From an optimization exercise on the open Yosys and OpenROAD flow, aimed at small area, a short achievable clock period and few clock cycles per item; shortcuts taken in it are not production practice.
Function was checked by simulation only, so behaviour that the tests miss may differ from the original.
Power and IR drop assume default switching activity.

`flow/design.v`:
```
module drrsched (
    input  wire         clk,
    input  wire         rst,
    input  wire         req_valid,
    output wire         req_ready,
    input  wire [7:0]   req_elig,       
    input  wire [7:0]   req_nonempty,   
    input  wire [111:0] req_len,        
    input  wire [23:0]  cfg_group,      
    input  wire [167:0] cfg_quantum,    
    output reg          resp_valid,
    output reg          resp_none,      
    output reg  [2:0]   resp_queue,
    output wire [175:0] deficit         
);
    localparam ST_IDLE  = 2'd0;
    localparam ST_GROUP = 2'd1;
    localparam ST_STEP  = 2'd2;
    reg [1:0]   state;
    reg [2:0]   g;                  
    reg [2:0]   ptr [0:7];          
    reg [21:0]  d   [0:7];          
    reg [7:0]   elig;
    reg [13:0]  len [0:7];
    reg [2:0]   grp [0:7];
    reg [20:0]  qnt [0:7];
    integer i;
    genvar gi;
    generate
        for (gi = 0; gi < 8; gi = gi + 1) begin : g_out
            assign deficit[22*gi +: 22] = d[gi];
        end
    endgenerate
    assign req_ready = (state == ST_IDLE);
    reg [7:0] elig_g;
    always @(*) begin
        for (i = 0; i < 8; i = i + 1)
            elig_g[i] = elig[i] && (grp[i] == g);
    end
    wire [2:0] q = ptr[g];
    reg  [2:0] nq;
    reg        nq_found;
    reg  [2:0] cand;
    always @(*) begin
        nq = q;
        nq_found = 1'b0;
        for (i = 1; i <= 8; i = i + 1) begin
            cand = q + i[2:0];
            if (!nq_found && grp[cand] == g) begin
                nq = cand;
                nq_found = 1'b1;
            end
        end
    end
    wire take = elig_g[q] && ({8'd0, len[q]} <= d[q]);
    always @(posedge clk) begin
        if (rst) begin
            state      <= ST_IDLE;
            resp_valid <= 1'b0;
            resp_none  <= 1'b0;
            resp_queue <= 3'd0;
            g          <= 3'd7;
            for (i = 0; i < 8; i = i + 1) begin
                ptr[i] <= 3'd0;
                d[i]   <= 22'd0;
            end
        end else begin
            resp_valid <= 1'b0;
            case (state)
                ST_IDLE: begin
                    if (req_valid) begin
                        elig <= req_elig;
                        for (i = 0; i < 8; i = i + 1) begin
                            len[i] <= req_len[14*i +: 14];
                            grp[i] <= cfg_group[3*i +: 3];
                            qnt[i] <= cfg_quantum[21*i +: 21];
                            if (!req_nonempty[i])
                                d[i] <= 22'd0;
                        end
                        g     <= 3'd7;
                        state <= ST_GROUP;
                    end
                end
                ST_GROUP: begin
                    if (elig_g != 8'd0) begin
                        state <= ST_STEP;
                    end else if (g == 3'd0) begin
                        resp_valid <= 1'b1;
                        resp_none  <= 1'b1;
                        resp_queue <= 3'd0;
                        state      <= ST_IDLE;
                    end else begin
                        g <= g - 3'd1;
                    end
                end
                ST_STEP: begin
                    if (take) begin
                        d[q]       <= d[q] - {8'd0, len[q]};
                        resp_valid <= 1'b1;
                        resp_none  <= 1'b0;
                        resp_queue <= q;
                        state      <= ST_IDLE;
                    end else begin
                        ptr[g] <= nq;
                        if (elig_g[nq])
                            d[nq] <= d[nq] + {1'b0, qnt[nq]};
                    end
                end
                default: state <= ST_IDLE;
            endcase
        end
    end
endmodule
```
`flow/run.sh`:
```
#!/bin/bash
# synth_recipe.tcl (not shown) runs the flow's synth.tcl, then flattens the netlist and writes it again
# the make line also repeats each setting of config.mk as NAME=value (left out here)
make -C /OpenROAD-flow-scripts/flow DESIGN_CONFIG=/design/flow/config.mk WORK_HOME=/design/flow/orfs CLKGATE_MAP_FILE= SYNTH_SCRIPT=/design/flow/synth_recipe.tcl finish
```
`flow/config.mk`:
```
export PLATFORM = sky130hd
export DESIGN_NAME = drrsched
export DESIGN_NICKNAME = drrsched
export VERILOG_FILES = /design/flow/design.v
export SDC_FILE = /design/flow/constraint.sdc
export NUM_CORES = 4
export LEC_CHECK = 0
export CAP_MARGIN = 20
export CORE_MARGIN = 2
export CORE_UTILIZATION = 40
export PLACE_DENSITY = 0.6
export SLEW_MARGIN = 20
```
`flow/constraint.sdc`:
```
create_clock -name core_clock -period 9.0 [get_ports {clk}]
set_input_delay 1.8000 -clock core_clock [delete_from_list [all_inputs] [get_ports {clk}]]
set_output_delay 1.8000 -clock core_clock [all_outputs]
set_load 0.01 [all_outputs]
```
==> results_dict.tcl <==
set metrics [dict create \
    die-area_um2 71100 \
    critPathLaunchType "flip-flop" \
    yosysTopAreaCell "edfxtp_1" \
    grt_pass1_wl_um 150000 \
    synth_xor_area_frac 0.0234 \
    met3_usage 0.0531 \
    synth_top_family_by_area "simple AND/OR/NAND/NOR gates" \
    finish.utilization 0.531 \
    period_needed_ns 8.52 \
    maxCapViolCount 0 \
    yosysTopAreaCellShare 0.558 \
    period_share 0.947 \
    drtAntennaViolNets 0 \
    synth_cells 2403 \
    fp-row-count 96 \
    ctsRootBufferMaster "clkbuf_16" \
    synth.most_common_cell "edfxtp_1" \
    synthTopCellsByCount "edfxtp_1, nand2_1, nor2_1" \
    p_int_mw 8.54 \
    critical-path-max-stage-delay_ns 0.71 \
    gp_congestion 0.937 \
    synth_nets 2793 \
    synth-edff-count 512 \
    synth_mux_area_frac 0.0962 \
    min-delay-path-class "flip-flop to flip-flop" \
    nNetsFinal 3320 \
    cts_buffers 57 \
    track_usage 0.290 \
    worst-path-max-fanout 40 \
    ys_seq_elements 525 \
    ir_worst_vdd_mv 0.448 \
    vias_per_cell 5.83 \
    cts.sinks 525 \
    cp_slowest_cell "or4b_2" \
    core_um2 68500 \
    grt_pass1_vias 21700 \
    slew_viol_final 0 \
    syn_to_final_growth_pct 31.7 \
    fin_skew_ns 0.0533 \
    min_from "state[1]" \
    cts_max_level 2 \
    critical_path_class "flip-flop to flip-flop" \
    power.share.clock 0.160 \
    synthAdderAreaFrac 0.0309 \
    grt.busiest_layer "met2" \
    critPathRequiredTime_ns 9.36 \
    grt_util_met1 0.394 \
    vias 22500 \
    start_util 0.403 \
    cts.reportedPaths.clkPinSlew_ns 0.07 \
    drt_iter0_drc 2957 \
    hold_viol 0 \
    finalWorstSetupSlack_ns 0.475 \
    syn_area_per_cell_um2 11.5 \
    antenna_found_initial 6 \
    power.density_nw_per_um2 432 \
    cp.arrival_ns 8.89 \
    worstSetupEndpointType "flip-flop" \
    die_x_um 267 \
    use_met2 0.472 \
    p_sw_mw 7.16 \
    synth_area_um2 27600 \
    clock_insertion_delay_worst_skew_ns 0.65 \
    clock_path_buffers 3 \
    yosys-top-cells-area "edfxtp_1, nand2_1, mux2i_1" \
    cts_tree "yes" \
    port-buffer-count 504 \
    reg2reg_depth 33 \
    wirelength_um 106000 \
    whs_path_depth 2 \
    setup_tns_ns 0 \
    drive_gt1_frac 0.121 \
    synth-simple-area-share 0.142 \
    grt_max_degree 169 \
    p_total_mw 15.7 \
    worstMarginPinSlew_ns 1.18 \
    max_slew_margin 0.207 \
    synth_cell_types 86 \
    yosys_warnings 4 \
    ys_async_sr_fraction 0 \
    seq_power_share 0.191 \
    yosys_most_used_dff "edfxtp_1" \
    synth_compound_area_frac 0.106 \
    sw_frac_of_total 0.456 \
    dr.pass1.iters 6 \
    fmax_ghz 0.117 \
    drc 0 \
    p_comb_frac 0.649 \
    chipHeight_um 267 \
    place_hpwl_um 77000 \
    status "complete, no violations" \
    ys_seq_area_frac 0.567 \
    dp_slack_ns 0.0846 \
    ios 505 \
    gr-total-overflow 0 \
    finalSetupViolations 0 \
    wl_per_cell_um 27.3 \
    p_leak_nw 13.5 \
]
==> critical path: cells and delay by family, from the launching register on <==
family / cells / cell delay, ns
xor+xnor: 2 / 0.40
flops: 1 / 0.39
fa+ha+maj: 2 / 0.63
compound gates: 15 / 3.23
simple gates: 5 / 1.34
mux: 4 / 1.25
buf+inv: 5 / 0.96
==> final timing paths <==
| check | end | slack, ns |
|---|---|---|
| setup reg to reg | d[3][21] | 0.48 |
| hold reg to reg | state[1] | 0.48 |
| setup / recovery | d[3][21] | 0.48 |
| hold / removal | state[1] | 0.48 |
==> sequential cells by signal (all words and copies together), names as in the netlist, named ones only <==
name        count
d             176
elig            8
g               3
grp            24
len           112
ptr            24
qnt           168
resp_none       1
resp_queue      3
resp_valid      1
state           2
==> kinds of logic after synthesis <==
logic type,Yosys count
buf+inv,228
simple gates,903
flops,525
compound gates,406
mux,202
xor+xnor,72
fa+ha+maj,67
==> cells in the final DEF (no fill, tap or decap), types with 9 or more instances in the layout <==
master / n
clkbuf_16: 57
dfxtp_1: 11
buf_4: 114
or3_1: 18
a211oi_1: 10
nor2b_1: 14
a21oi_1: 69
o21a_1: 21
nor2_1: 313
clkdlybuf4s50_1: 504
xor2_1: 16
nand4_1: 26
o21ai_0: 49
a22o_1: 9
inv_1: 64
mux2i_1: 121
nand3_1: 36
mux2_2: 31
a31oi_1: 40
bufinv_16: 11
clkinv_2: 16
ha_1: 61
edfxtp_1: 512
and3_1: 49
xnor2_1: 52
o2111ai_1: 9
mux4_2: 47
o22ai_1: 12
o211ai_1: 12
a222oi_1: 25
nor3_1: 19
a21o_1: 14
nand2b_1: 29
a221oi_1: 21
a22oi_1: 27
nand2_1: 361
==> what timing repair did <==
action                     in CTS  in global routing
setup endpoints to repair       0                 74
buffers inserted                0                  8
resized for setup               0                 29
hold buffers                    0                  0
==> layout make-up <==
cell class	count	area, um2
fillers	5844	32100
flip-flops and latches	525	15600
multi-input cells	1650	11300
repair buffers	627	6060
clock buffers	62	1450
well taps	882	1100
clock inverters	43	548
inverters	69	260
diodes	6	15.0
==> through the flow <==
step                      instances  hold slack [ns]  cell area (um2)
final                          3864            0.477            36300
after floorplan                2403            0.449            27700
after detailed placement       3745            0.470            34100
after CTS                      3850            0.478            36100
after global routing           3864            0.504            36300
after global placement         3745            0.463            34100
==> metal layers <==
layer / vias up / part of all wire
met2: 1310 / 0.47
met1: 11100 / 0.40
met5: - / 0
li1: 9969 / -
met3: 194 / 0.097
met4: 0 / 0.032
==> power by group through the flow <==
stage	logic (mW)	registers (mW)	clock network, mW
5_1_grt	10.9	3.00	2.64
3_5_place_dp	9.83	3.04	0
3_3_place_gp	9.77	3.04	0
4_1_cts	9.88	2.99	2.55
2_1_floorplan	6.56	3.01	0
6_report	10.2	2.99	2.52
Testbench counts, summed over its fixed seeds: cycles 29,386, decisions 3,200.

-- port drivers added, routing unchanged --
In the flow no input, the clock included, has a driving cell. The finished layout below was timed again as built, in two steps.
Step 1: set_driving_cell puts a clkbuf_16 on clk and a buf_2 on each other input, an assumption about the parent block.
Step 2 adds t to the input delays and takes it off the output delays; t is the mean of the earliest and latest rising clock arrival at the registers after step 1. Input paths then give back, and output paths get back, about the clock's delay inside the block.
Slacks: ideal / step 1 / step 2; pairs: ideal / step 1.
shift t [ns]: 0.689
setup slack, ns: 0.475 / 0.475 / 0.475
worst setup path at the end: register to register
worst register clock-pin slew, ns: 0.07 / 0.07
After both steps setup and hold are still met in this run. The setup slack of this run moves by 0.000 ns with the drivers and by 0.000 ns with both steps.
